This design comes from an exercise in tuning for small area on the open sky130 flow, not from production work. At most, simulation tests tie the RTL to the original design; equivalence was not proved. Only the layout flow was run in runs 1, 2 and 5; the RTL was not checked for function there.

==> flow/design.v <==
module dc_rca #(parameter W = 8) (
    input  wire [W-1:0] a,
    input  wire [W-1:0] b,
    input  wire         ci,
    output wire [W-1:0] s,
    output wire         co
);
    wire [W:0] c;
    assign c[0] = ci;
    genvar i;
    generate
        for (i = 0; i < W; i = i + 1) begin : g
            assign s[i]   = a[i] ^ b[i] ^ c[i];
            assign c[i+1] = (a[i] & b[i]) | (a[i] & c[i]) | (b[i] & c[i]);
        end
    endgenerate
    assign co = c[W];
endmodule
module dc_inc #(parameter W = 8) (
    input  wire [W-1:0] a,
    input  wire         ci,
    output wire [W-1:0] s,
    output wire         co
);
    wire [W:0] c;
    assign c[0] = ci;
    genvar i;
    generate
        for (i = 0; i < W; i = i + 1) begin : g
            assign s[i]   = a[i] ^ c[i];
            assign c[i+1] = a[i] & c[i];
        end
    endgenerate
    assign co = c[W];
endmodule
module sinc3_decimator (
    input  wire        clk,
    input  wire        rst,
    input  wire        enable,      
    input  wire [12:0] ratio,       
    input  wire        invert,
    input  wire        bit_valid,   
    input  wire        bit_in,
    output wire        win_end,     
    output wire [31:0] win_x,       
    output wire        sat_now      
);
    localparam W = 37;
    reg [W-1:0] i1, i2, s3;         
    reg [W-1:0] z2, z3;
    reg [12:0]  n;
    reg [1:0]   skip;               
    wire d = bit_in ^ invert;
    wire [W-1:0] i1n, i2n, c1, c2, c3;
    dc_rca #(W) u_i1 (.a(i1), .b({{(W-1){bit_valid & ~d}}, bit_valid}), .ci(1'b0),
                      .s(i1n), .co());
    dc_rca #(W) u_i2 (.a(i2), .b(i1n & {W{bit_valid}}), .ci(1'b0), .s(i2n), .co());
    dc_rca #(W) u_s3 (.a(s3), .b(i2n & {W{bit_valid}}), .ci(1'b0), .s(c1),  .co());
    dc_rca #(W) u_c2 (.a(c1), .b(~z2), .ci(1'b1), .s(c2), .co());
    dc_rca #(W) u_c3 (.a(c2), .b(~z3), .ci(1'b1), .s(c3), .co());
    wire top   = c3[W-1] & (c3[W-2:0] == {(W-1){1'b0}}) & d;    
    wire over  = (~c3[W-1] & (|c3[W-2:31])) | top;
    wire under =  c3[W-1] & ~(&c3[W-2:31]) & ~top;
    assign win_x = over  ? 32'h7FFF_FFFF :
                   under ? 32'h8000_0000 : c3[31:0];
    wire [12:0] nb;
    dc_inc #(13) u_nb (.a(n), .ci(bit_valid), .s(nb), .co());
    wire last = (nb == ratio);
    wire step = enable & bit_valid;
    wire wend = bit_valid & last;
    assign win_end = step & last & (skip == 2'd0);
    assign sat_now = step & last & (over | under);
    always @(posedge clk) begin
        i1 <= i1n & {W{enable}};
        i2 <= i2n & {W{enable}};
        s3 <= c1  & {W{enable & ~wend}};
        n  <= nb  & {13{enable & ~wend}};
    end
    always @(posedge clk) begin
        if (!enable) begin
            z2 <= {W{1'b0}};
            z3 <= {W{1'b0}};
            skip <= 2'd2;
        end else if (wend) begin
            z2 <= c1;
            z3 <= c2;
            skip <= {1'b0, skip[1]};            
        end
    end
endmodule
module f32_scaler (
    input  wire        clk,
    input  wire        rst,
    input  wire        start,
    input  wire [31:0] x_in,
    input  wire [31:0] gain,
    input  wire [31:0] offset,
    output wire [31:0] x_out,
    output wire [31:0] y_out,
    output wire        fin,         
    output wire        of,
    output wire        nx
);
    reg [31:0] T;                   
    reg [33:0] A;                   
    reg [23:0] L;                   
    reg        stk;
    reg [23:0] OM;                  
    reg [7:0]  EG, EO;
    reg        SG, SO;
    reg [2:0]  K;                   
    reg [3:0]  cnt;                 
    reg [3:0]  it;                  
    reg        injd;                
    reg [2:0]  nls;                 
    reg        pb;                  
    assign x_out = T;
    assign y_out = A[31:0];
    wire        sx = T[31];
    wire [31:0] ax;
    dc_inc #(32) u_abs (.a(T ^ {32{sx}}), .ci(sx), .s(ax), .co());
    wire        zx = (T == 32'd0);
    wire        l4 = (ax[31:16] == 16'd0);
    wire [31:0] v1 = l4 ? {ax[15:0], 16'd0} : ax;
    wire        l3 = (v1[31:24] == 8'd0);
    wire [31:0] xn = l3 ? {v1[23:0], 8'd0} : v1;
    wire [4:0]  lzx = {l4, l3, 3'b000};
    wire [7:0] egu   = {EG[7:1], EG[0] | (EG == 8'd0)};
    wire [7:0] eou   = {EO[7:1], EO[0] | (EO == 8'd0)};
    wire       pzero = zx | (K == 3'd0);
    wire       ozero = (OM == 24'd0);
    wire       sp    = zx ? SG : (sx ^ SG);
    wire       neg   = SO ^ sp;
    wire [5:0]  k2, v;                                    
    dc_rca #(6)  u_k2 (.a({3'd0, K}), .b(6'd2), .ci(1'b0), .s(k2), .co());
    dc_rca #(6)  u_v  (.a(k2), .b(~{3'd0, lzx[4:3], 1'b0}), .ci(1'b1), .s(v), .co());
    wire [9:0]  B, t, tk;
    dc_rca #(10) u_b  (.a({2'd0, egu}), .b({{2{v[5]}}, v, 2'b00}), .ci(1'b0), .s(B), .co());
    dc_rca #(10) u_t  (.a({2'd0, eou}), .b(~B), .ci(1'b1), .s(t), .co());
    wire        otop = ~pzero & ~t[9] & (t != 10'd0);     
    dc_rca #(10) u_tk (.a(t), .b({5'd0, K, 2'b00}), .ci(1'b0), .s(tk), .co());
    wire        clamp = (tk[8:6] != 3'd0) || (tk[5:0] >= 6'd53);    
    wire [3:0]  e4;                                       
    dc_inc #(4)  u_e4 (.a(t[5:2]), .ci(t[1:0] != 2'd0), .s(e4), .co());
    wire [3:0]  k13;
    dc_rca #(4)  u_13 (.a(4'd13), .b(~{1'b0, K}), .ci(1'b1), .s(k13), .co());
    wire [1:0]  r  = (otop & ~clamp) ? {t[1] ^ t[0], t[0]} : 2'd0;    
    wire [3:0]  e  = ~otop ? 4'd0 : clamp ? k13 : e4;
    wire        q_hi  = (t[9:3] == 7'h7F) || (t == 10'd0);           
    wire        q_low = (t[9:6] != 4'hF) || (t[5:3] == 3'd0);        
    wire [3:0]  nw;                                       
    dc_rca #(4)  u_nw (.a(~t[5:2]), .b(4'hF), .ci(1'b0), .s(nw), .co());
    reg [3:0] n_inj;                
    reg [3:0] a;                    
    always @(*) begin
        if (pzero) begin
            n_inj = 4'd0;
            a     = 4'd8;
        end else if (otop) begin
            n_inj = 4'd1;
            a     = (r == 2'd0) ? 4'd12 : {2'b10, t[1:0]};    
        end else if (q_hi) begin
            n_inj = 4'd0;
            a     = {~t[3], t[2:0]};                          
        end else if (q_low) begin
            n_inj = 4'd12;
            a     = 4'd0;
        end else begin
            n_inj = nw;
            a     = {2'b00, t[1:0]};
        end
    end
    wire [3:0] ke;
    dc_rca #(4) u_ke (.a({1'b0, K}), .b(e), .ci(1'b0), .s(ke), .co());
    wire [3:0] J = pzero ? 4'd0 : ((n_inj > ke) ? n_inj : ke);
    wire [8:0] eo_r;
    dc_rca #(9) u_eo (.a({1'b0, eou}), .b({7'd0, r}), .ci(1'b0), .s(eo_r), .co());
    wire [8:0] E  = (pzero | otop) ? eo_r : B[8:0];
    wire [4:0] ec_hi;                                     
    dc_rca #(5) u_ec (.a(E[8:4]), .b(~{2'd0, nls}), .ci(1'b1), .s(ec_hi), .co());
    wire [8:0] Ec = {ec_hi, E[3:0]};
    wire [57:0] R  = {A, L};
    wire        s  = R[57];
    wire [15:0] V16 = R[56:41] ^ {16{s}};
    reg [3:0] lz16;
    integer i;
    always @(*) begin
        lz16 = 4'd15;
        for (i = 42; i <= 56; i = i + 1)
            if (V16[i-41])
                lz16 = 56 - i;
    end
    wire [3:0]  lze  = ((Ec[8:4] == 5'd0) && (Ec[3:0] < lz16)) ? Ec[3:0] : lz16;
    wire       act     = (cnt != 4'd0) && (cnt != 4'd14);
    wire       iter    = act && (it != J);
    wire [3:0] nrem;
    dc_rca #(4) u_nr (.a(J), .b(~it), .ci(1'b1), .s(nrem), .co());
    wire       is_pre  = nrem > ke;
    wire       is_mult = !is_pre && (nrem > e);
    wire       inj_now = act && !injd && (iter ? (nrem == n_inj) : (n_inj == 4'd0));
    wire       shift   = iter && !(inj_now && is_mult);
    wire       do_mult = shift && is_mult;
    wire       cor_now = act && pb && !(iter && (is_pre || is_mult));
    wire        one0 = (do_mult & (L[0] ^ pb)) | cor_now;
    wire        two0 = do_mult & (L[1] ? (~L[0] & ~pb) : (L[0] & pb));
    wire        ng0  = do_mult & L[1] & ~(L[0] & pb);
    wire        one1 = do_mult & (L[2] ^ L[1]);
    wire        two1 = do_mult & (L[3] ? (~L[2] & ~L[1]) : (L[2] & L[1]));
    wire        ng1  = do_mult & L[3] & ~(L[2] & L[1]);
    wire [32:0] mag0 = ({33{one0}} & {1'b0, xn}) | ({33{two0}} & {xn, 1'b0});
    wire [32:0] mag1 = ({33{one1}} & {1'b0, xn}) | ({33{two1}} & {xn, 1'b0});
    wire [39:0] sh   = (fin ? R[56:17] : {16'd0, OM}) << (fin ? lze : a);
    wire [37:0] oa   = sh[37:0];
    wire [37:0] r0   = {5'd0, mag0} ^ {38{ng0}};
    wire        inv1 = inj_now ? neg : ng1;
    wire [37:0] r1   = (inj_now ? oa : {3'd0, mag1, 2'b00}) ^ {38{inv1}};
    wire [37:0] s1, sum;
    dc_rca #(38) u_s1 (.a({{4{A[33]}}, A}), .b(r0), .ci(ng0), .s(s1), .co());
    dc_rca #(38) u_s2 (.a(s1), .b(r1), .ci(inv1), .s(sum), .co());
    wire lsh_ok = injd && !pb && ((A[33:17] == 17'd0) || (A[33:17] == 17'h1FFFF)) &&
                  (Ec[8:4] != 5'd0);
    wire [23:0] kept = sh[39:16] ^ {24{s}};
    wire        gV   = sh[15] ^ s;
    wire [14:0] mask = 15'h7FFF >> lze;
    wire        Z    = (R[16:0] == 17'd0) && ((R[31:17] & mask) == 15'd0) && !stk;
    wire        ru   = s ? (gV | (Z & kept[0])) : (gV & (~Z | kept[0]));
    wire        inexact = (gV ^ s) | ~Z;
    wire [24:0] inc;
    dc_inc #(24) u_inc (.a(kept), .ci(ru), .s(inc[23:0]), .co(inc[24]));
    wire [8:0]  ex;
    dc_rca #(9)  u_ex (.a(Ec), .b(~{5'd0, lze}), .ci(1'b1), .s(ex), .co());
    wire [9:0]  expo;
    dc_rca #(10) u_xp (.a({1'b0, ex}), .b({8'd0, inc[24:23]}), .ci(1'b0), .s(expo), .co());
    wire        ovf  = (expo[9:8] != 2'd0) || (expo[7:0] == 8'hFF);
    wire        rzero = (R == 58'd0) && !stk;
    wire        rs   = sp ^ s;
    wire [31:0] y = rzero ? {pzero & ozero & sp & SO, 31'd0} :
                    ovf   ? {rs, 31'h7F80_0000} : {rs, expo[7:0], inc[22:0]};
    assign fin = (cnt == 4'd14);
    assign of  = !rzero & ovf;
    assign nx  = !rzero & (ovf | inexact);
    wire [23:0] mg_in = {gain[30:23] != 8'd0, gain[22:0]};
    wire [2:0]  k_in  = (mg_in[23:20] != 4'd0) ? 3'd6 :
                        (mg_in[19:16] != 4'd0) ? 3'd5 :
                        (mg_in[15:12] != 4'd0) ? 3'd4 :
                        (mg_in[11:8]  != 4'd0) ? 3'd3 :
                        (mg_in[7:4]   != 4'd0) ? 3'd2 :
                        (mg_in[3:0]   != 4'd0) ? 3'd1 : 3'd0;
    wire [3:0] cnt1, it1;
    wire [2:0] nls1;
    dc_inc #(4) u_cn (.a(cnt), .ci(1'b1), .s(cnt1), .co());
    dc_inc #(4) u_it (.a(it),  .ci(1'b1), .s(it1),  .co());
    dc_inc #(3) u_nl (.a(nls), .ci(1'b1), .s(nls1), .co());
    always @(posedge clk) begin
        if (rst) begin
            cnt <= 4'd0;
        end else if (start) begin
            cnt <= 4'd1;
        end else if (fin) begin
            cnt <= 4'd0;
        end else if (cnt != 4'd0) begin
            cnt <= cnt1;
        end
    end
    always @(posedge clk) begin
        if (start) begin
            T    <= x_in;
            A    <= 34'd0;
            L    <= mg_in;
            stk  <= 1'b0;
            OM   <= {offset[30:23] != 8'd0, offset[22:0]};
            EG   <= gain[30:23];
            EO   <= offset[30:23];
            SG   <= gain[31];
            SO   <= offset[31];
            K    <= k_in;
            it   <= 4'd0;
            injd <= 1'b0;
            nls  <= 3'd0;
            pb   <= 1'b0;
        end else if (fin) begin
            A[31:0] <= y;
        end else if (act) begin
            if (inj_now)
                injd <= 1'b1;
            if (do_mult)
                pb <= L[3];
            else if (cor_now)
                pb <= 1'b0;
            if (shift) begin
                A  <= sum[37:4];
                it <= it1;
                if (is_pre) begin
                    stk <= stk | (|sum[3:0]);
                end else begin
                    L <= {sum[3:0], L[23:4]};
                    if (!is_mult)
                        stk <= stk | (|L[3:0]);
                end
            end else if (inj_now | cor_now) begin
                A <= sum[33:0];
                if (pzero)
                    L <= 24'd0;
            end else if (lsh_ok) begin
                A   <= {A[17:0], L[23:8]};
                L   <= {L[7:0], 16'd0};
                nls <= nls1;
            end
        end
    end
endmodule
module dresser_channel (
    input  wire        clk,
    input  wire        rst,           
    input  wire        enable,
    input  wire [12:0] ratio,
    input  wire        invert,
    input  wire        bit_valid,
    input  wire        bit_in,
    input  wire        gain_we,
    input  wire        offset_we,
    input  wire [31:0] coef_wdata,
    input  wire        apply,
    input  wire [2:0]  flags_clr,
    output reg         result_valid,
    output wire [31:0] result_y,
    output wire [31:0] result_x,
    output reg  [2:0]  flags
);
    localparam [31:0] ONE = 32'h3F80_0000;
    reg [31:0] gain_stage, offset_stage;
    reg [31:0] gain_act, offset_act;
    always @(posedge clk) begin
        if (rst) begin
            gain_stage   <= ONE;
            offset_stage <= 32'd0;
            gain_act     <= ONE;
            offset_act   <= 32'd0;
        end else begin
            if (gain_we)
                gain_stage <= coef_wdata;
            if (offset_we)
                offset_stage <= coef_wdata;
            if (apply) begin
                gain_act   <= gain_stage;
                offset_act <= offset_stage;
            end
        end
    end
    wire        win_end, sat_now;
    wire [31:0] win_x;
    sinc3_decimator u_dec (
        .clk       (clk),
        .rst       (rst),
        .enable    (enable),
        .ratio     (ratio),
        .invert    (invert),
        .bit_valid (bit_valid),
        .bit_in    (bit_in),
        .win_end   (win_end),
        .win_x     (win_x),
        .sat_now   (sat_now)
    );
    wire fin, of, nx;
    f32_scaler u_scale (
        .clk    (clk),
        .rst    (rst),
        .start  (win_end),
        .x_in   (win_x),
        .gain   (gain_act),
        .offset (offset_act),
        .x_out  (result_x),
        .y_out  (result_y),
        .fin    (fin),
        .of     (of),
        .nx     (nx)
    );
    always @(posedge clk) begin
        if (rst) begin
            result_valid <= 1'b0;
            flags        <= 3'd0;
        end else begin
            result_valid <= fin;
            flags <= (flags & ~flags_clr) | {sat_now, fin & of, fin & nx};
        end
    end
endmodule
==> flow/run.sh <==
#!/bin/bash
# synth_recipe.tcl (not shown) runs the flow's synth.tcl, then flattens the netlist and writes it again
# the make line also repeats each setting of config.mk as NAME=value (left out here)
make -C /OpenROAD-flow-scripts/flow DESIGN_CONFIG=/design/flow/config.mk WORK_HOME=/design/flow/orfs CLKGATE_MAP_FILE= SYNTH_SCRIPT=/design/flow/synth_recipe.tcl finish
==> flow/config.mk <==
export PLATFORM = sky130hd
export DESIGN_NAME = dresser_channel
export DESIGN_NICKNAME = dresser_channel
export VERILOG_FILES = /design/flow/design.v
export SDC_FILE = /design/flow/constraint.sdc
export NUM_CORES = 4
export LEC_CHECK = 0
export ABC_AREA = 1
export CAP_MARGIN = 20
export CORE_MARGIN = 2
export CORE_UTILIZATION = 40
export CTS_CLUSTER_DIAMETER = 60
export CTS_CLUSTER_SIZE = 24
export SLEW_MARGIN = 20
==> flow/constraint.sdc <==
create_clock -name core_clock -period 40.0 [get_ports {clk}]
set_input_delay 8.0000 -clock core_clock [delete_from_list [all_inputs] [get_ports {clk}]]
set_output_delay 8.0000 -clock core_clock [all_outputs]
set_load 0.01 [all_outputs]
==> reports/qor.csv, run 1 <==
metric;value;unit
grt_usage;22.85;%
yosysSeqAreaShare;32.27;%
grt_max_degree;130;
ant_nets;0;
syn_to_final_growth;10.61;%
top_level_ports;125;
die_w;291.1;um
finalSetupViolCount;0;
cp_slowest_stage_delay;0.50;ns
fin_crit_sh;87.33;%
gp_congestion;0.9724;
cts_max_level;2;
yosysMostFrequentCell;nand2_1;
chipHeight;291.1;um
syn_inst;4036;
cts_setup_buffers;0;
critPathArrivalTime;35.42;ns
die_area;84740;um^2
fin_nets;4486;
cts_resized;0;
clock_skew;0.08584;ns
period_needed;34.93;ns
place_ws;5.399;ns
endpoint_kind;flip-flop;
cp.depth;135;
wl;96.94;mm
clock.fmax;28.63;MHz
via_per_inst;5.267;
syn_area_per_cell;8.169;um^2
critPathMostFrequentCell;fa_1;
clock_sinks;481;
synth.area.top_cells;dfxtp_1 (23%), fa_1 (17%), edfxtp_1 (9.2%), nand2_1 (7.1%), inv_1 (5.9%);
crit_type;flip-flop to flip-flop;
io_buffers;124;
cts_tree;built;
crit_family;adder cells;
clock_latency;0.64;ns
worst_r2r_path_depth;135;
clockBufferDepth;3;
drcViolationCount;0;
async_reset_ff_share;0;%
grt_pass1_vias;26280;
antenna_found_initial;1;
drive_gt1_share;6.724;%
dpl.hpwl;74.52;mm
setup_slack;5.070;ns
yosysUniqueCellTypes;66;
rsz0062_at_grt;no;
holdPathStages;0;
critPathSlowestCell;fa_1;
yosys.area.top_type_share;23.07;%
overflow;0;
drt-initial-drc-count;2199;
cts_inserted_buffers;44;
cts_root_buf;clkbuf_16;
worst-path-buf-inv;19;
coreArea;81850;um^2
cap_viol_max_count;0;
final_hold_viol_count;0;
start_kind;flip-flop;
synth_edf_count;101;
worstPathRequired;40.49;ns
maxSlewViolCount;0;
routedWlPerCell;18.95;um
num_vias;26950;
yosysWarnings;3;
ctsHoldBuffers;0;
fin_setup_tns;0;ns
synth.top_cells.by_count;nand2_1 (622), inv_1 (514), nor2_1 (453);
min_path_type;flip-flop to flip-flop;
clk_pin_slew;0.09;ns
synth_nets;4513;
initial_core_util;40.28;%
row_count;105;
worst_pin_slew;1.128;ns
cp_max_fo;34;
yosys.area.top_type;dfxtp_1;
ys_ff_latch;481;
syn_area;32970;um^2
grt_first_pass_wirelength;152.2;mm
slew_headroom;24.78;%
outcome;complete, no violations;
synthFlopType;dfxtp_1;
dr.pass1.iters;6;
==> metal layers <==
metal | share of wire (%) | vias up | GRT usage, % | wire length, um
li1 | - | 13070 | - | -
met1 | 43 | 12850 | 30.03 | 41550
met2 | 47 | 826 | 37.69 | 45150
met3 | 5.6 | 196 | 2.741 | 5464
met4 | 4.9 | 0 | 10.44 | 4779
met5 | 0 | - | 0 | 0
==> worst reg2reg max path, delay by kind of cell, from the launching register on <==
family / cells / cell delay (ns)
buf+inv: 19 / 3.09
fa+ha+maj: 82 / 25.91
xor+xnor: 4 / 0.79
simple gates: 21 / 2.99
compound gates: 9 / 1.69
flops: 1 / 0.32
==> metrics by stage <==
stage	cell area [um^2]	utilization (%)	hold slack [ns]	std cells
after floorplan	32970	-	0.4029	4036
after global placement	34740	42.45	0.4077	5031
after detailed placement	34760	42.47	0.4108	5032
after CTS	36430	44.52	0.4287	5114
after global routing	36470	44.56	0.4457	5115
final	36470	44.56	0.4269	5116
==> cell families (layout without fill, tap and decap cells) <==
family                   count (synthesis)  after routing  share of synthesized area [%]
AND/OR/NAND/NOR                       1572           1572                          20.72
XOR/XNOR                               133            133                          3.533
adder cells (fa/ha/maj)                420            420                          22.20
multiplexers                             3              3                        0.09108
AO/OA/AOI/OAI                          657            657                          11.68
other                                    0              1                              0
buffers and inverters                  770            779                          9.502
flip-flops                             481            481                          32.27
==> sequential cells by signal, summed over array words and instances (netlist names), 13 cells and up <==
name          cells
u_scale.A        34
u_dec.z2         37
u_scale.L        24
u_dec.z3         37
u_dec.i2         37
u_dec.i1         37
u_dec.s3         37
gain_stage       32
u_scale.OM       24
gain_act         32
u_dec.n          13
offset_stage     32
u_scale.T        32
offset_act       32
==> worst paths after layout <==
kind | from | to | slack [ns]
worst min register to register | offset_act[5] | u_scale.OM[5] | 0.43
worst min-delay path | offset_act[5] | u_scale.OM[5] | 0.43
worst max register to register | u_scale.T[31] | u_scale.A[33] | 5.07
worst max-delay path | u_scale.T[31] | u_scale.A[33] | 5.07
==> final cells by class <==
type | instances | area, um^2
antenna | 1 | 2.502
timing repair buffer | 164 | 1564
sequential | 481 | 10640
tap | 1070 | 1339
clock buffer | 49 | 1192
fill | 8193 | 45380
multi-input combinational | 2785 | 19240
inverter | 533 | 2008
clock inverter | 33 | 485.5
==> layout by cell type (no fill, tap or decap), types with 20 or more instances in the layout <==
master	instances
a32oi_1	24
o21ai_0	326
nand2_1	620
clkdlybuf4s50_1	123
o221ai_1	28
dfxtp_1	379
nand3_1	285
or2_2	80
xnor2_1	20
inv_1	511
edfxtp_1	101
xor2_1	113
a21oi_1	75
ha_1	145
buf_4	38
nand4_1	35
fa_1	275
nor2_1	452
o21ai_1	35
o211ai_1	41
nor4_1	37
clkbuf_16	46
o22ai_1	74
==> inputs of run 2 (changes only) <==
--- a/flow/config.mk
+++ b/flow/config.mk
@@ -9,6 +9,6 @@
 export CAP_MARGIN = 20
 export CORE_MARGIN = 2
 export CORE_UTILIZATION = 40
-export CTS_CLUSTER_DIAMETER = 60
-export CTS_CLUSTER_SIZE = 24
+export CTS_CLUSTER_DIAMETER = 100
+export CTS_CLUSTER_SIZE = 20
 export SLEW_MARGIN = 20
==> run 2 against run 1 <==
  * Worst setup slack gained 0.080 ns
  * Register-to-register slack gained 0.08 ns
  * Wire length shrank 0.22%
  * Area after synthesis is the same
  * Clock-buffer cell count shrank 5
  * First-iteration DRC count grew 2.9%
  * Maximum frequency grew 0.23%
  * Non-clock buffer count shrank 1
==> reports/qor.csv, run 2 <==
metric;value;unit;change
slew_headroom;25.53;%;was 24.78%
finalSetupViolCount;0;;unchanged
clk_pin_slew;0.08;ns;was 0.09 ns
yosysMostFrequentCell;nand2_1;;unchanged
row_count;105;;unchanged
place_area;34760;um^2;unchanged
clockBufferDepth;3;;unchanged
cts_root_buf;clkbuf_16;;unchanged
synth.top_cells.by_count;nand2_1 (622), inv_1 (514), nor2_1 (453);;unchanged
routedWlPerCell;19.03;um;was 18.95 um
async_reset_ff_share;0;%;unchanged
critPathSlowestCell;fa_1;;unchanged
maxSlewViolCount;0;;unchanged
ctsHoldBuffers;0;;unchanged
die_w;291.1;um;unchanged
place_inst;5032;;unchanged
grt_first_pass_wirelength;151.5;mm;was 152.2 mm
cp_slowest_stage_delay;0.50;ns;about the same
dr.pass1.iters;6;;unchanged
r2r-start;u_scale.T[31];;unchanged
wl;96.73;mm;was 96.94 mm
rsz0062_at_grt;no;;unchanged
stdcell_area;35680;um^2;was 36470 um^2
chipHeight;291.1;um;unchanged
fin_nets;4472;;was 4486
reg2reg_slack;5.15;ns;was 5.07 ns
cts_resized;0;;unchanged
clock_sinks;481;;unchanged
num_vias;26870;;was 26950
mostFrequentLayoutCells;nand2_1 (620), inv_1 (511), nor2_1 (452);;unchanged
clock_skew;0.03343;ns;was 0.08584 ns
whs_endpoint;u_scale.OM[12];;was u_scale.OM[5]
cts_tree;built;;unchanged
coreArea;81850;um^2;unchanged
hold_slack;0.4315;ns;was 0.4269 ns
cts_inserted_buffers;31;;was 44
grt_max_degree;130;;unchanged
start_kind;flip-flop;;unchanged
stdcell_count;5083;;was 5116
period_needed;34.85;ns;was 34.93 ns
worst_r2r_path_depth;135;;unchanged
yosysWarnings;3;;unchanged
yosysUniqueCellTypes;66;;unchanged
fin_setup_tns;0;ns;unchanged
synthFlopType;dfxtp_1;;unchanged
ys_ff_latch;481;;unchanged
cts_max_level;1;;was 2
cp_max_fo;34;;unchanged
critPathMostFrequentCell;fa_1;;unchanged
overflow;0;;unchanged
crit_type;flip-flop to flip-flop;;unchanged
syn_area_per_cell;8.169;um^2;unchanged
holdPathStages;0;;unchanged
cts_setup_buffers;0;;unchanged
critPathArrivalTime;35.40;ns;was 35.42 ns
antenna_found_initial;0;;was 1
gp_congestion;0.9724;;unchanged
syn_to_final_growth;8.212;%;was 10.61%
io_buffers;124;;unchanged
syn_inst;4036;;unchanged
drcViolationCount;0;;unchanged
mostFrequentLayoutCell;nand2_1;;unchanged
drt-initial-drc-count;2263;;was 2199
worst_pin_slew;1.114;ns;was 1.128 ns
syn_area;32970;um^2;unchanged
die_area;84740;um^2;unchanged
hp-start;offset_act[12];;was offset_act[5]
synth_nets;4513;;unchanged
ant_nets;0;;unchanged
clock.fmax;28.69;MHz;was 28.63 MHz
clock_latency;0.63;ns;was 0.64 ns
n_antenna_cell;0;;was 1
top_level_ports;125;;unchanged
dpl.hpwl;74.52;mm;unchanged
min_path_type;flip-flop to flip-flop;;unchanged
via_per_inst;5.286;;was 5.267
yosysSeqAreaShare;32.27;%;unchanged
initial_core_util;40.28;%;unchanged
endpoint_kind;flip-flop;;unchanged
timing.rr.end;u_scale.A[33];;unchanged
yosys.area.top_type_share;23.07;%;unchanged
grt_usage;22.71;%;was 22.85%
final_hold_viol_count;0;;unchanged
synth_edf_count;101;;unchanged
drive_gt1_share;5.706;%;was 6.724%
fin_crit_sh;87.13;%;was 87.33%
yosys.area.top_type;dfxtp_1;;unchanged
grt_pass1_vias;26060;;was 26280
outcome;complete, no violations;;unchanged
cap_viol_max_count;0;;unchanged
worstPathRequired;40.55;ns;was 40.49 ns
synth.area.top_cells;dfxtp_1 (23%), fa_1 (17%), edfxtp_1 (9.2%), nand2_1 (7.1%), inv_1 (5.9%);;unchanged
==> run 2: changes by cell type in the layout (fill, tap and decap cells not counted), moves of 4 or more <==
cell,delta
clkbuf_1,+13
clkbuf_16,-15
clkinv_2,-5
clkinv_8,-4
inv_16,-4
==> run 2: metal layers <==
layer	vias to the layer above	share of wire (%)	global-route usage [%]
met5	-	0	0
met4	0	4.5	9.339
met1	12850	43	30.25
li1	13020	-	-
met2	834	47	37.70
met3	168	5.6	2.397
==> run 2: metrics by stage <==
| step | setup WS, ns | util [%] |
|---|---|---|
| detailed placement | 5.399 | 42.47 |
| global route | 3.094 | 43.59 |
| finish | 5.150 | 43.59 |
| global placement | 5.672 | 42.45 |
| floorplan | 7.650 | - |
| CTS | 5.271 | 43.58 |
==> run 2: layout make-up <==
cell class | instances | area [um^2]
Timing Repair Buffer | 163 | 1540
Multi-Input combinational cell | 2785 | 19240
Sequential cell | 481 | 10640
Inverter | 533 | 2008
Clock buffer | 44 | 824.5
Clock inverter | 7 | 87.58
Tap cell | 1070 | 1339
Fill cell | 8271 | 46170
==> run 2: logic make-up (layout without fill, tap and decap cells) <==
kind of cell,after synthesis,count (layout),synth area share (%)
buffers and inverters,770,747,9.502
multiplexers,3,3,0.09108
XOR/XNOR,133,133,3.533
adder cells (fa/ha/maj),420,420,22.20
AND/OR/NAND/NOR,1572,1572,20.72
AO/OA/AOI/OAI,657,657,11.68
flip-flops,481,481,32.27
==> run 2: worst max-delay path by stage <==
stage             startpoint       endpoint  slack, ns  depth (start not counted)
6_report       u_scale.T[31]  u_scale.A[33]       5.15                        135
3_3_place_gp   u_scale.T[31]  u_scale.A[33]       5.67                        135
2_1_floorplan  u_scale.T[31]  u_scale.A[33]       7.65                        135
3_5_place_dp   u_scale.T[31]  u_scale.A[33]       5.40                        135
4_1_cts        u_scale.T[31]  u_scale.A[33]       5.27                        135
5_1_grt        u_scale.T[31]  u_scale.A[33]       3.09                        135
==> run 2: worst max-delay path: cells and delay by family (launching register included) <==
family	cells	cell delay (ns)
adders and majority gates	82	25.90
buffers and inverters	19	3.10
and+or+nand+nor	21	2.95
AOI/OAI and AO/OA	9	1.69
xor gates and xnor gates	4	0.78
DFF	1	0.32
==> inputs of run 3 (changes only) <==
--- a/flow/design.v
+++ b/flow/design.v
@@ -43,7 +43,12 @@
     input  wire        bit_in,
     output wire        win_end,     
     output wire [31:0] win_x,       
-    output wire        sat_now      
+    output wire        sat_now,     
+    output wire [36:0] cmb_c1,
+    output wire [36:0] cmb_z2,
+    output wire [36:0] cmb_z3,
+    input  wire [36:0] cmb_c2,
+    input  wire [36:0] cmb_c3
 );
     localparam W = 37;
     reg [W-1:0] i1, i2, s3;         
@@ -56,8 +61,11 @@
                       .s(i1n), .co());
     dc_rca #(W) u_i2 (.a(i2), .b(i1n & {W{bit_valid}}), .ci(1'b0), .s(i2n), .co());
     dc_rca #(W) u_s3 (.a(s3), .b(i2n & {W{bit_valid}}), .ci(1'b0), .s(c1),  .co());
-    dc_rca #(W) u_c2 (.a(c1), .b(~z2), .ci(1'b1), .s(c2), .co());
-    dc_rca #(W) u_c3 (.a(c2), .b(~z3), .ci(1'b1), .s(c3), .co());
+    assign cmb_c1 = c1;
+    assign cmb_z2 = z2;
+    assign cmb_z3 = z3;
+    assign c2 = cmb_c2;
+    assign c3 = cmb_c3;
     wire top   = c3[W-1] & (c3[W-2:0] == {(W-1){1'b0}}) & d;    
     wire over  = (~c3[W-1] & (|c3[W-2:31])) | top;
     wire under =  c3[W-1] & ~(&c3[W-2:31]) & ~top;
@@ -99,7 +107,12 @@
     output wire [31:0] y_out,
     output wire        fin,         
     output wire        of,
-    output wire        nx
+    output wire        nx,
+    input  wire [36:0] cmb_c1,
+    input  wire [36:0] cmb_z2,
+    input  wire [36:0] cmb_z3,
+    output wire [36:0] cmb_c2,
+    output wire [36:0] cmb_c3
 );
     reg [31:0] T;                   
     reg [33:0] A;                   
@@ -117,12 +130,10 @@
     assign x_out = T;
     assign y_out = A[31:0];
     wire        sx = T[31];
-    wire [31:0] ax;
-    dc_inc #(32) u_abs (.a(T ^ {32{sx}}), .ci(sx), .s(ax), .co());
     wire        zx = (T == 32'd0);
-    wire        l4 = (ax[31:16] == 16'd0);
-    wire [31:0] v1 = l4 ? {ax[15:0], 16'd0} : ax;
-    wire        l3 = (v1[31:24] == 8'd0);
+    wire        l4 = (T[31:15] == 17'd0) || (T[31:15] == 17'h1FFFF);
+    wire [31:0] v1 = l4 ? {T[15:0], 16'd0} : T;
+    wire        l3 = (v1[31:23] == 9'd0) || (v1[31:23] == 9'h1FF);
     wire [31:0] xn = l3 ? {v1[23:0], 8'd0} : v1;
     wire [4:0]  lzx = {l4, l3, 3'b000};
     wire [7:0] egu   = {EG[7:1], EG[0] | (EG == 8'd0)};
@@ -130,7 +141,7 @@
     wire       pzero = zx | (K == 3'd0);
     wire       ozero = (OM == 24'd0);
     wire       sp    = zx ? SG : (sx ^ SG);
-    wire       neg   = SO ^ sp;
+    wire       neg   = SO ^ SG;      
     wire [5:0]  k2, v;                                    
     dc_rca #(6)  u_k2 (.a({3'd0, K}), .b(6'd2), .ci(1'b0), .s(k2), .co());
     dc_rca #(6)  u_v  (.a(k2), .b(~{3'd0, lzx[4:3], 1'b0}), .ci(1'b1), .s(v), .co());
@@ -207,16 +218,21 @@
     wire        one1 = do_mult & (L[2] ^ L[1]);
     wire        two1 = do_mult & (L[3] ? (~L[2] & ~L[1]) : (L[2] & L[1]));
     wire        ng1  = do_mult & L[3] & ~(L[2] & L[1]);
-    wire [32:0] mag0 = ({33{one0}} & {1'b0, xn}) | ({33{two0}} & {xn, 1'b0});
-    wire [32:0] mag1 = ({33{one1}} & {1'b0, xn}) | ({33{two1}} & {xn, 1'b0});
+    wire [32:0] mag0 = ({33{one0}} & {xn[31], xn}) | ({33{two0}} & {xn, 1'b0});
+    wire [32:0] mag1 = ({33{one1}} & {xn[31], xn}) | ({33{two1}} & {xn, 1'b0});
     wire [39:0] sh   = (fin ? R[56:17] : {16'd0, OM}) << (fin ? lze : a);
     wire [37:0] oa   = sh[37:0];
-    wire [37:0] r0   = {5'd0, mag0} ^ {38{ng0}};
-    wire        inv1 = inj_now ? neg : ng1;
-    wire [37:0] r1   = (inj_now ? oa : {3'd0, mag1, 2'b00}) ^ {38{inv1}};
+    wire        idle = (cnt == 4'd0);
+    wire        inv0 = ng0 | idle;
+    wire [37:0] r0   = ({{5{mag0[32]}}, mag0} | {38{idle}} & {1'b0, cmb_z2}) ^ {38{inv0}};
+    wire        inv1 = idle | (inj_now ? neg : ng1);
+    wire [37:0] r1   = (inj_now ? oa : ({{3{mag1[32]}}, mag1, 2'b00} | {38{idle}} & {1'b0, cmb_z3}))
+                       ^ {38{inv1}};
     wire [37:0] s1, sum;
-    dc_rca #(38) u_s1 (.a({{4{A[33]}}, A}), .b(r0), .ci(ng0), .s(s1), .co());
+    dc_rca #(38) u_s1 (.a(idle ? {1'b0, cmb_c1} : {{4{A[33]}}, A}), .b(r0), .ci(inv0), .s(s1), .co());
     dc_rca #(38) u_s2 (.a(s1), .b(r1), .ci(inv1), .s(sum), .co());
+    assign cmb_c2 = s1[36:0];
+    assign cmb_c3 = sum[36:0];
     wire lsh_ok = injd && !pb && ((A[33:17] == 17'd0) || (A[33:17] == 17'h1FFFF)) &&
                   (Ec[8:4] != 5'd0);
     wire [23:0] kept = sh[39:16] ^ {24{s}};
@@ -233,7 +249,7 @@
     dc_rca #(10) u_xp (.a({1'b0, ex}), .b({8'd0, inc[24:23]}), .ci(1'b0), .s(expo), .co());
     wire        ovf  = (expo[9:8] != 2'd0) || (expo[7:0] == 8'hFF);
     wire        rzero = (R == 58'd0) && !stk;
-    wire        rs   = sp ^ s;
+    wire        rs   = SG ^ s;
     wire [31:0] y = rzero ? {pzero & ozero & sp & SO, 31'd0} :
                     ovf   ? {rs, 31'h7F80_0000} : {rs, expo[7:0], inc[22:0]};
     assign fin = (cnt == 4'd14);
@@ -349,6 +365,7 @@
     end
     wire        win_end, sat_now;
     wire [31:0] win_x;
+    wire [36:0] cmb_c1, cmb_z2, cmb_z3, cmb_c2, cmb_c3;
     sinc3_decimator u_dec (
         .clk       (clk),
         .rst       (rst),
@@ -359,7 +376,12 @@
         .bit_in    (bit_in),
         .win_end   (win_end),
         .win_x     (win_x),
-        .sat_now   (sat_now)
+        .sat_now   (sat_now),
+        .cmb_c1    (cmb_c1),
+        .cmb_z2    (cmb_z2),
+        .cmb_z3    (cmb_z3),
+        .cmb_c2    (cmb_c2),
+        .cmb_c3    (cmb_c3)
     );
     wire fin, of, nx;
     f32_scaler u_scale (
@@ -373,7 +395,12 @@
         .y_out  (result_y),
         .fin    (fin),
         .of     (of),
-        .nx     (nx)
+        .nx     (nx),
+        .cmb_c1 (cmb_c1),
+        .cmb_z2 (cmb_z2),
+        .cmb_z3 (cmb_z3),
+        .cmb_c2 (cmb_c2),
+        .cmb_c3 (cmb_c3)
     );
     always @(posedge clk) begin
         if (rst) begin
--- a/flow/config.mk
+++ b/flow/config.mk
@@ -9,6 +9,6 @@
 export CAP_MARGIN = 20
 export CORE_MARGIN = 2
 export CORE_UTILIZATION = 40
-export CTS_CLUSTER_DIAMETER = 100
-export CTS_CLUSTER_SIZE = 20
+export CTS_CLUSTER_DIAMETER = 50
+export CTS_CLUSTER_SIZE = 32
 export SLEW_MARGIN = 20
==> run 3 against run 2 <==
  * Final cell count is 0.39% higher
  * Die area fell by 3.8%
  * Global-route usage up 3.2 points
  * Clock-buffer cell count increased by 16
  * Worst hold slack lost 0.0013 ns
  * Critical endpoint is now u_scale.T[1]
  * Still clean on timing, DRC and antenna
  * Maximum frequency increased by 13%
  * Sequential share of layout area grew 0.071 points
  * Largest cell class unchanged
  * Critical path type unchanged
==> reports/qor.csv, run 3 <==
metric;value;unit;change
outcome;complete, no violations;;unchanged
wl;106.7;mm;was 96.73 mm
fin_nets;4371;;was 4472
top_level_ports;125;;unchanged
cp_max_fo;33;;was 34
ctsHoldBuffers;0;;unchanged
num_vias;27740;;was 26870
row_count;103;;was 105
rsz0062_at_grt;no;;unchanged
worst_pin_slew;1.121;ns;was 1.114 ns
endpoint_kind;flip-flop;;unchanged
fin_crit_sh;76.93;%;was 87.13%
cts_setup_buffers;0;;unchanged
dr.pass1.iters;6;;unchanged
yosys.area.top_type;dfxtp_1;;unchanged
synth_nets;4389;;was 4513
critPathSlowestCell;edfxtp_1;;was fa_1
drt-initial-drc-count;3284;;was 2263
clockBufferDepth;3;;unchanged
routedWlPerCell;20.91;um;was 19.03 um
cts_inserted_buffers;59;;was 31
cap_viol_max_count;0;;unchanged
final_hold_viol_count;0;;unchanged
clock_latency;0.66;ns;was 0.63 ns
async_reset_ff_share;0;%;unchanged
cts_root_buf;clkbuf_16;;unchanged
die_area;81480;um^2;was 84740 um^2
fin_setup_tns;0;ns;unchanged
critPathMostFrequentCell;fa_1;;unchanged
yosysSeqAreaShare;33.58;%;was 32.27%
grt_first_pass_wirelength;163.5;mm;was 151.5 mm
coreArea;78740;um^2;was 81850 um^2
cts_max_level;2;;was 1
fillCellCount;7884;;was 8271
mostFrequentLayoutCell;nand2_1;;unchanged
mostFrequentLayoutCells;nand2_1 (669), nor2_1 (508), inv_1 (498);;was nand2_1 (620), inv_1 (511), nor2_1 (452)
via_per_inst;5.436;;was 5.286
synth.top_cells.by_count;nand2_1 (671), nor2_1 (508), inv_1 (503);;was nand2_1 (622), inv_1 (514), nor2_1 (453)
clock_sinks;481;;unchanged
gp_congestion;0.9871;;was 0.9724
overflow;0;;unchanged
clock.fmax;32.50;MHz;was 28.69 MHz
syn_inst;4018;;was 4036
worstPathRequired;40.48;ns;was 40.55 ns
drive_gt1_share;8.344;%;was 5.706%
clk_pin_slew;0.08;ns;about the same
yosys.area.top_type_share;24.01;%;was 23.07%
period_needed;30.77;ns;was 34.85 ns
ant_nets;0;;unchanged
syn_area_per_cell;7.886;um^2;was 8.169 um^2
grt_usage;25.92;%;was 22.71%
crit_type;flip-flop to flip-flop;;unchanged
dpl.hpwl;80.41;mm;was 74.52 mm
finalSetupViolCount;0;;unchanged
chipHeight;285.4;um;was 291.1 um
synthFlopType;dfxtp_1;;unchanged
yosysUniqueCellTypes;68;;was 66
stdcell_area;35590;um^2;was 35680 um^2
io_buffers;124;;unchanged
slew_headroom;24.50;%;was 25.53%
yosysWarnings;3;;unchanged
cts_resized;0;;unchanged
maxSlewViolCount;0;;unchanged
synth.area.top_cells;dfxtp_1 (24%), fa_1 (13%), edfxtp_1 (9.6%), nand2_1 (7.9%), nor2_1 (6.0%);;was dfxtp_1 (23%), fa_1 (17%), edfxtp_1 (9.2%), nand2_1 (7.1%), inv_1 (5.9%)
initial_core_util;40.24;%;was 40.28%
syn_area;31680;um^2;was 32970 um^2
synth_edf_count;101;;unchanged
die_w;285.4;um;was 291.1 um
yosysMostFrequentCell;nand2_1;;unchanged
min_path_type;flip-flop to flip-flop;;unchanged
place_area;33410;um^2;was 34760 um^2
start_kind;flip-flop;;unchanged
grt_max_degree;130;;unchanged
drcViolationCount;0;;unchanged
cp_slowest_stage_delay;0.71;ns;was 0.50 ns
antenna_found_initial;1;;was 0
cts_tree;built;;unchanged
grt_pass1_vias;26850;;was 26060
syn_to_final_growth;12.34;%;was 8.212%
critPathArrivalTime;31.26;ns;was 35.40 ns
clock_skew;0.02705;ns;was 0.03343 ns
ys_ff_latch;481;;unchanged
run 3: final timing paths:
kind | startpoint | to | slack, ns | cells after the start
worst min register to register | offset_act[13] | u_scale.OM[13] | 0.43 | 0
worst max register to register | u_scale.T[31] | u_scale.T[1] | 9.23 | 108
worst max-delay path | u_scale.T[31] | u_scale.T[1] | 9.23 | 108
worst min-delay path | offset_act[13] | u_scale.OM[13] | 0.43 | 0
run 3: area by class of cell:
class | instances | area (um^2) | share of cell area, %
Antenna cell | 2 | 5.005 | 0.01406
Clock buffer | 60 | 1490 | 4.187
Clock inverter | 52 | 688.2 | 1.933
Inverter | 531 | 2006 | 5.635
Multi-Input combinational cell | 2763 | 17880 | 50.22
Sequential cell | 481 | 10640 | 29.90
Tap cell | 1050 | 1314 | 3.691
Timing Repair Buffer | 164 | 1573 | 4.419
run 3: per-stage QoR:
step	hold slack, ns	std cells	utilization (%)	setup slack (ns)
after floorplan	0.4029	4018	-	11.25
after global placement	0.4095	4988	42.40	9.979
after detailed placement	0.4105	4989	42.42	9.573
after CTS	0.4289	5101	45.19	9.520
after global routing	0.4358	5101	45.20	7.773
final	0.4302	5103	45.20	9.229
run 3: worst max-delay path, delay by kind of cell (launching register included):
kind | cells | cell delay (ns)
adders and majority gates | 52 | 20.86
DFF | 1 | 0.71
and+or+nand+nor | 28 | 4.70
buffers and inverters | 17 | 2.22
AOI/OAI and AO/OA | 10 | 1.87
xor gates and xnor gates | 1 | 0.19
run 3: routing by layer:
| metal | wire (um) | vias up | track usage, % |
|---|---|---|---|
| met5 | 0 | - | 0 |
| met4 | 4902 | 0 | 10.97 |
| met3 | 9411 | 253 | 4.155 |
| met2 | 45820 | 1201 | 39.49 |
| met1 | 46580 | 13170 | 36.49 |
| li1 | - | 13120 | - |
run 3: logic make-up after synthesis:
family	synth area share (%)
AND/OR/NAND/NOR	21.41
adder cells (fa/ha/maj)	17.23
AO/OA/AOI/OAI	14.66
multiplexers	0.1580
buffers and inverters	10.17
flip-flops	33.58
XOR/XNOR	2.788
==> inputs of run 4 (changes only) <==
--- a/flow/config.mk
+++ b/flow/config.mk
@@ -9,6 +9,6 @@
 export CAP_MARGIN = 20
 export CORE_MARGIN = 2
 export CORE_UTILIZATION = 40
-export CTS_CLUSTER_DIAMETER = 50
-export CTS_CLUSTER_SIZE = 32
+export CTS_CLUSTER_DIAMETER = 60
+export CTS_CLUSTER_SIZE = 24
 export SLEW_MARGIN = 20
==> run 4 against run 3 <==
  * Still clean on timing, DRC and antenna
  * Sequential cell count unchanged
  * Via count about the same
  * Worst setup slack got worse by 0.11 ns
==> reports/qor.csv, run 4 <==
metric;value;unit;change
clk_pin_slew;0.07;ns;was 0.08 ns
cp_slowest_stage_delay;0.71;ns;about the same
io_buffers;124;;unchanged
start_kind;flip-flop;;unchanged
wl;106.6;mm;was 106.7 mm
hp-start;offset_act[18];;was offset_act[13]
finalSetupViolCount;0;;unchanged
critPathSlowestCell;edfxtp_1;;unchanged
grt_max_degree;130;;unchanged
dpl.hpwl;80.41;mm;unchanged
drive_gt1_share;7.679;%;was 8.344%
crit_path_start;u_scale.T[31];;unchanged
initial_core_util;40.24;%;unchanged
top_level_ports;125;;unchanged
yosys.area.top_type_share;24.01;%;unchanged
critPathArrivalTime;31.31;ns;was 31.26 ns
cts_tree;built;;unchanged
dr.pass1.iters;7;;was 6
num_vias;27750;;was 27740
worstPathRequired;40.43;ns;was 40.48 ns
clock_sinks;481;;unchanged
async_reset_ff_share;0;%;unchanged
clock_latency;0.62;ns;was 0.66 ns
r2r-start;u_scale.T[31];;unchanged
fin_setup_tns;0;ns;unchanged
ctsHoldBuffers;0;;unchanged
cts_max_level;2;;unchanged
outcome;complete, no violations;;unchanged
grt_usage;25.87;%;was 25.92%
chipHeight;285.4;um;unchanged
place_inst;4989;;unchanged
synthFlopType;dfxtp_1;;unchanged
die_area;81480;um^2;unchanged
critPathMostFrequentCell;fa_1;;unchanged
yosysMostFrequentCell;nand2_1;;unchanged
fin_nets;4358;;was 4371
clock_skew;0.03490;ns;was 0.02705 ns
clock.fmax;32.39;MHz;was 32.50 MHz
synth.area.top_cells;dfxtp_1 (24%), fa_1 (13%), edfxtp_1 (9.6%), nand2_1 (7.9%), nor2_1 (6.0%);;unchanged
worst_pin_slew;1.096;ns;was 1.121 ns
coreArea;78740;um^2;unchanged
antenna_found_initial;2;;was 1
clockBufferDepth;3;;unchanged
final_hold_viol_count;0;;unchanged
stdcell_count;5076;;was 5103
crit_type;flip-flop to flip-flop;;unchanged
cts_inserted_buffers;46;;was 59
synth_nets;4389;;unchanged
cap_viol_max_count;0;;unchanged
via_per_inst;5.467;;was 5.436
final_util;44.45;%;was 45.20%
synth_edf_count;101;;unchanged
grt_pass1_vias;26630;;was 26850
row_count;103;;unchanged
yosysUniqueCellTypes;68;;unchanged
yosysSeqAreaShare;33.58;%;unchanged
cts_resized;0;;unchanged
mostFrequentLayoutCell;nand2_1;;unchanged
drcViolationCount;0;;unchanged
gp_congestion;0.9871;;unchanged
ant_nets;0;;unchanged
drt-initial-drc-count;3241;;was 3284
syn_area_per_cell;7.886;um^2;unchanged
rsz0062_at_grt;no;;unchanged
yosysWarnings;3;;unchanged
syn_inst;4018;;unchanged
yosys.area.top_type;dfxtp_1;;unchanged
synth.top_cells.by_count;nand2_1 (671), nor2_1 (508), inv_1 (503);;unchanged
fin_crit_sh;77.19;%;was 76.93%
period_needed;30.88;ns;was 30.77 ns
endpoint_kind;flip-flop;;unchanged
cts_root_buf;clkbuf_16;;unchanged
cts_setup_buffers;0;;unchanged
mostFrequentLayoutCells;nand2_1 (669), nor2_1 (508), inv_1 (498);;unchanged
cp_max_fo;33;;unchanged
maxSlewViolCount;0;;unchanged
grt_first_pass_wirelength;163.0;mm;was 163.5 mm
syn_to_final_growth;10.46;%;was 12.34%
slew_headroom;26.15;%;was 24.50%
routedWlPerCell;21.00;um;was 20.91 um
die_w;285.4;um;unchanged
ys_ff_latch;481;;unchanged
min_path_type;flip-flop to flip-flop;;unchanged
overflow;0;;unchanged
syn_area;31680;um^2;unchanged
run 4: cell counts after synthesis:
Identical to the previous run, type by type.
run 4: final cells by class:
cell class                 instances  area (um^2)
antenna                            2        5.005
clock buffer                      49         1184
clock inverter                    36        401.6
fill                            7950        43740
inverter                         531         2006
multi-input combinational       2763        17880
sequential                       481        10640
tap                             1050         1314
timing repair buffer             164         1573
run 4: metal layers:
metal  vias to the layer above  global-route usage, %  part of all wire, %
met5                         -                      0                    0
met4                         0                  11.28                  4.6
met3                       244                  4.123                  8.8
met2                      1252                  39.24                   43
met1                     13200                  36.45                   44
li1                      13050                      -                    -
run 4: cell families (layout without fill, tap and decap cells):
logic type,count (synthesis),after routing,share of synthesized area (%)
and+or+nand+nor,1567,1567,21.41
AOI/OAI and AO/OA,777,777,14.66
buffers and inverters,774,780,10.17
DFF,481,481,33.58
adders and majority gates,314,314,17.23
xor gates and xnor gates,100,100,2.788
muxes,5,5,0.1580
other,0,2,0
run 4: path summary, 6_finish.rpt:
path / endpoint / slack (ns) / depth (start not counted)
max reg2reg: u_scale.T[1] / 9.12 / 108
max: u_scale.T[1] / 9.12 / 108
min: u_scale.OM[18] / 0.43 / 0
min reg2reg: u_scale.OM[18] / 0.43 / 0
run 4: through the flow:
step | hold WS [ns] | area, um^2 | setup WS, ns
2_1_floorplan | 0.4029 | 31680 | 11.25
3_3_place_gp | 0.4095 | 33380 | 9.979
3_5_place_dp | 0.4105 | 33410 | 9.573
4_1_cts | 0.4274 | 34990 | 9.471
5_1_grt | 0.4407 | 34990 | 7.752
6_report | 0.4257 | 35000 | 9.123
run 4: critical path: cells and delay by family (launching register included):
kind	cells	cell delay [ns]
adder cells (fa/ha/maj)	52	20.90
AND/OR/NAND/NOR	28	4.68
buffers and inverters	17	2.23
AO/OA/AOI/OAI	10	1.91
flip-flops	1	0.71
XOR/XNOR	1	0.19
==> inputs of run 5 (changes only) <==
--- a/flow/design.v
+++ b/flow/design.v
@@ -145,18 +145,18 @@
     wire [5:0]  k2, v;                                    
     dc_rca #(6)  u_k2 (.a({3'd0, K}), .b(6'd2), .ci(1'b0), .s(k2), .co());
     dc_rca #(6)  u_v  (.a(k2), .b(~{3'd0, lzx[4:3], 1'b0}), .ci(1'b1), .s(v), .co());
-    wire [9:0]  B, t, tk;
+    wire [9:0]  B, t;
     dc_rca #(10) u_b  (.a({2'd0, egu}), .b({{2{v[5]}}, v, 2'b00}), .ci(1'b0), .s(B), .co());
     dc_rca #(10) u_t  (.a({2'd0, eou}), .b(~B), .ci(1'b1), .s(t), .co());
     wire        otop = ~pzero & ~t[9] & (t != 10'd0);     
-    dc_rca #(10) u_tk (.a(t), .b({5'd0, K, 2'b00}), .ci(1'b0), .s(tk), .co());
-    wire        clamp = (tk[8:6] != 3'd0) || (tk[5:0] >= 6'd53);    
-    wire [3:0]  e4;                                       
+    wire        big  = ~t[9] & ((t[8:5] != 4'd0) || (t[4:0] >= 5'd26));
+    wire        pst  = otop & big;
+    wire        pz   = pzero | pst;                       
+    wire        ot   = otop & ~big;
+    wire [3:0]  e4;
     dc_inc #(4)  u_e4 (.a(t[5:2]), .ci(t[1:0] != 2'd0), .s(e4), .co());
-    wire [3:0]  k13;
-    dc_rca #(4)  u_13 (.a(4'd13), .b(~{1'b0, K}), .ci(1'b1), .s(k13), .co());
-    wire [1:0]  r  = (otop & ~clamp) ? {t[1] ^ t[0], t[0]} : 2'd0;    
-    wire [3:0]  e  = ~otop ? 4'd0 : clamp ? k13 : e4;
+    wire [1:0]  r  = ot ? {t[1] ^ t[0], t[0]} : 2'd0;   
+    wire [3:0]  e  = ot ? e4 : 4'd0;
     wire        q_hi  = (t[9:3] == 7'h7F) || (t == 10'd0);           
     wire        q_low = (t[9:6] != 4'hF) || (t[5:3] == 3'd0);        
     wire [3:0]  nw;                                       
@@ -164,10 +164,10 @@
     reg [3:0] n_inj;                
     reg [3:0] a;                    
     always @(*) begin
-        if (pzero) begin
+        if (pz) begin
             n_inj = 4'd0;
             a     = 4'd8;
-        end else if (otop) begin
+        end else if (ot) begin
             n_inj = 4'd1;
             a     = (r == 2'd0) ? 4'd12 : {2'b10, t[1:0]};    
         end else if (q_hi) begin
@@ -183,10 +183,10 @@
     end
     wire [3:0] ke;
     dc_rca #(4) u_ke (.a({1'b0, K}), .b(e), .ci(1'b0), .s(ke), .co());
-    wire [3:0] J = pzero ? 4'd0 : ((n_inj > ke) ? n_inj : ke);
+    wire [3:0] J = pz ? 4'd0 : ((n_inj > ke) ? n_inj : ke);
     wire [8:0] eo_r;
     dc_rca #(9) u_eo (.a({1'b0, eou}), .b({7'd0, r}), .ci(1'b0), .s(eo_r), .co());
-    wire [8:0] E  = (pzero | otop) ? eo_r : B[8:0];
+    wire [8:0] E  = (pz | ot) ? eo_r : B[8:0];
     wire [4:0] ec_hi;                                     
     dc_rca #(5) u_ec (.a(E[8:4]), .b(~{2'd0, nls}), .ci(1'b1), .s(ec_hi), .co());
     wire [8:0] Ec = {ec_hi, E[3:0]};
@@ -315,8 +315,10 @@
                 end
             end else if (inj_now | cor_now) begin
                 A <= sum[33:0];
-                if (pzero)
+                if (pz)
                     L <= 24'd0;
+                if (pst)
+                    stk <= 1'b1;
             end else if (lsh_ok) begin
                 A   <= {A[17:0], L[23:8]};
                 L   <= {L[7:0], 16'd0};
--- a/flow/config.mk
+++ b/flow/config.mk
@@ -9,6 +9,6 @@
 export CAP_MARGIN = 20
 export CORE_MARGIN = 2
 export CORE_UTILIZATION = 40
-export CTS_CLUSTER_DIAMETER = 60
-export CTS_CLUSTER_SIZE = 24
+export CTS_CLUSTER_DIAMETER = 80
+export CTS_CLUSTER_SIZE = 26
 export SLEW_MARGIN = 20
==> run 5 against run 4 <==
  * Via count shrank 0.35%
  * First-iteration DRC count increased by 11%
  * Core utilization is 0.15 points lower
  * Synthesized cell count is 0.57% lower
  * Global-route usage is 1.2 points higher
  * Worst hold slack worse by 0.0039 ns
  * Sequential cell count is the same
  * Register-to-register slack improved by 0.45 ns
  * Largest cell class unchanged
==> reports/qor.csv, run 5 <==
metric;value;unit;change
grt_usage;27.05;%;was 25.87%
drive_gt1_share;5.593;%;was 7.679%
wl;110.9;mm;was 106.6 mm
grt_max_degree;96;;was 130
endpoint_kind;flip-flop;;unchanged
fin_nets;4325;;was 4358
stdcell_count;5029;;was 5076
slew_headroom;35.41;%;was 26.15%
synth_edf_count;101;;unchanged
ant_nets;0;;unchanged
cp_slowest_stage_delay;0.56;ns;was 0.71 ns
fin_crit_sh;76.06;%;was 77.19%
cts_tree;built;;unchanged
crit_type;flip-flop to flip-flop;;unchanged
critPathArrivalTime;30.82;ns;was 31.31 ns
drcViolationCount;0;;unchanged
row_count;102;;was 103
synthFlopType;dfxtp_1;;unchanged
clockBufferDepth;3;;unchanged
clock_sinks;481;;unchanged
clock.fmax;32.87;MHz;was 32.39 MHz
start_kind;flip-flop;;unchanged
yosys.area.top_type_share;24.43;%;was 24.01%
critPathSlowestCell;edfxtp_1;;unchanged
period_needed;30.43;ns;was 30.88 ns
syn_inst;3995;;was 4018
cap_viol_max_count;0;;unchanged
worst_pin_slew;0.9587;ns;was 1.096 ns
yosys.area.top_type;dfxtp_1;;unchanged
fillCellCount;7806;;was 7950
place_inst;4962;;was 4989
num_vias;27650;;was 27750
gp_congestion;1.065;;was 0.9871
initial_core_util;40.32;%;was 40.24%
yosysMostFrequentCell;nand2_1;;unchanged
syn_area_per_cell;7.793;um^2;was 7.886 um^2
cts_inserted_buffers;35;;was 46
syn_to_final_growth;9.850;%;was 10.46%
io_buffers;124;;unchanged
drt-initial-drc-count;3598;;was 3241
via_per_inst;5.498;;was 5.467
die_w;283.0;um;was 285.4 um
min_path_type;flip-flop to flip-flop;;unchanged
grt_first_pass_wirelength;166.1;mm;was 163.0 mm
yosysSeqAreaShare;34.17;%;was 33.58%
clock_skew;0.03286;ns;was 0.03490 ns
hp-start;offset_act[5];;was offset_act[18]
coreArea;77210;um^2;was 78740 um^2
die_area;80090;um^2;was 81480 um^2
chipHeight;283.0;um;was 285.4 um
cp_max_fo;40;;was 33
synth_nets;4360;;was 4389
ys_ff_latch;481;;unchanged
cts_max_level;2;;unchanged
timing.rr.end;u_scale.T[7];;was u_scale.T[1]
ctsHoldBuffers;0;;unchanged
clk_pin_slew;0.10;ns;was 0.07 ns
worst_r2r_path_depth;108;;unchanged
dpl.hpwl;83.73;mm;was 80.41 mm
r2r-start;u_scale.T[31];;unchanged
fin_setup_tns;0;ns;unchanged
cp-endpoint;u_scale.T[7];;was u_scale.T[1]
cts_resized;0;;unchanged
cts_setup_buffers;0;;unchanged
mostFrequentLayoutCells;nand2_1 (654), nor2_1 (510), inv_1 (449);;was nand2_1 (669), nor2_1 (508), inv_1 (498)
rsz0062_at_grt;no;;unchanged
antenna_found_initial;2;;unchanged
syn_area;31130;um^2;was 31680 um^2
grt_pass1_vias;25780;;was 26630
final_hold_viol_count;0;;unchanged
maxSlewViolCount;0;;unchanged
critPathMostFrequentCell;fa_1;;unchanged
yosysUniqueCellTypes;61;;was 68
routedWlPerCell;22.05;um;was 21.00 um
reg2reg_slack;9.57;ns;was 9.12 ns
clock_latency;0.60;ns;was 0.62 ns
yosysWarnings;3;;unchanged
crit_path_start;u_scale.T[31];;unchanged
outcome;complete, no violations;;unchanged
top_level_ports;125;;unchanged
mostFrequentLayoutCell;nand2_1;;unchanged
overflow;0;;unchanged
synth.area.top_cells;dfxtp_1 (24%), fa_1 (13%), edfxtp_1 (9.7%), nand2_1 (7.9%), o21ai_0 (6.9%);;was dfxtp_1 (24%), fa_1 (13%), edfxtp_1 (9.6%), nand2_1 (7.9%), nor2_1 (6.0%)
async_reset_ff_share;0;%;unchanged
cts_root_buf;clkbuf_16;;unchanged
synth.top_cells.by_count;nand2_1 (657), nor2_1 (510), inv_1 (454);;was nand2_1 (671), nor2_1 (508), inv_1 (503)
worstPathRequired;40.40;ns;was 40.43 ns
dr.pass1.iters;6;;was 7
finalSetupViolCount;0;;unchanged
[run 5: changes by cell type after synthesis, sizes merged, moves of 28 or more]
cell    previous run  this run
clkbuf           133       161
a21oi            100       132
inv              526       468
o21ai            444       503
nand2            700       672
a22oi              3        31
[run 5: worst min path at each step]
| stage | endpoint | slack [ns] | cells after the start |
|---|---|---|---|
| 2_1_floorplan | u_scale.OM[10] | 0.40 | 0 |
| 3_3_place_gp | u_scale.OM[21] | 0.41 | 0 |
| 3_5_place_dp | u_scale.OM[3] | 0.41 | 0 |
| 4_1_cts | u_scale.OM[5] | 0.43 | 0 |
| 5_1_grt | u_scale.OM[5] | 0.44 | 0 |
| 6_report | u_scale.OM[5] | 0.42 | 0 |
[run 5: per-stage QoR]
stage	hold WS (ns)	setup WS (ns)	utilization (%)	instance area (um^2)
floorplan	0.4029	11.54	-	31130
global placement	0.4071	10.22	42.64	32920
detailed placement	0.4108	10.11	42.66	32940
CTS	0.4310	10.05	44.28	34190
global route	0.4350	8.104	44.29	34200
finish	0.4219	9.575	44.30	34200
[run 5: cell type report]
type	instances	area [um^2]	area share, %
clock buffer	41	950.9	2.780
inverter	471	1768	5.169
antenna	2	5.005	0.01463
multi-input combinational	2796	17610	51.50
sequential	481	10640	31.11
clock inverter	23	296.5	0.8670
tap	1040	1301	3.805
timing repair buffer	175	1624	4.748
[run 5: critical path: cells and delay by family, from the launching register on]
| kind | cells | cell delay, ns |
|---|---|---|
| adders and majority gates | 53 | 21.07 |
| and+or+nand+nor | 29 | 4.01 |
| buffers and inverters | 16 | 2.33 |
| AOI/OAI and AO/OA | 9 | 2.00 |
| DFF | 1 | 0.56 |
| xor gates and xnor gates | 1 | 0.17 |
[run 5: cell families after synthesis]
logic type,synth area share (%)
flops,34.17
buf+inv,9.444
mux,0.1608
simple gates,21.38
xor+xnor,2.757
compound gates,14.84
fa+ha+maj,17.25
[run 5: routing by layer]
layer	vias up	GRT usage, %	routed length (um)
met4	2	10.25	4797
li1	12960	-	-
met5	-	0	13
met3	219	5.274	10920
met2	1328	39.01	45680
met1	13140	39.74	49460

## separate check: timing with driven ports
The results above use ideal ports. As a check the final layouts listed here were re-extracted and re-timed, cells and wires unchanged.
Step 1 sets driving cells, clkbuf_16 on the clock port and buf_2 on the other inputs (assumed; they add their load-dependent delay and slew).
Step 2, shift: input delay + t, output delay - t, t = (earliest + latest rising clock arrival at the registers) / 2. This alone moves slack from input paths to output paths.
a / b / c = ideal / step 1 / step 2; a / b = the first two.
run	t, ns	setup slack, ns	slew at the worst register clock pin (ns)	worst slew at a driven data input, ns	pins driven straight from the clock port
run 1	0.665	5.070 / 5.070 / 5.070	0.09 / 0.09	0.07	1
run 2	0.675	5.150 / 5.150 / 5.150	0.10 / 0.10	0.08	1
run 3	0.704	9.229 / 9.229 / 9.229	0.09 / 0.09	0.05	1
run 4	0.667	9.123 / 9.123 / 9.123	0.09 / 0.09	0.05	1
run 5	0.643	9.575 / 9.575 / 9.575	0.11 / 0.11	0.05	1
After both steps every run listed still meets setup and hold.
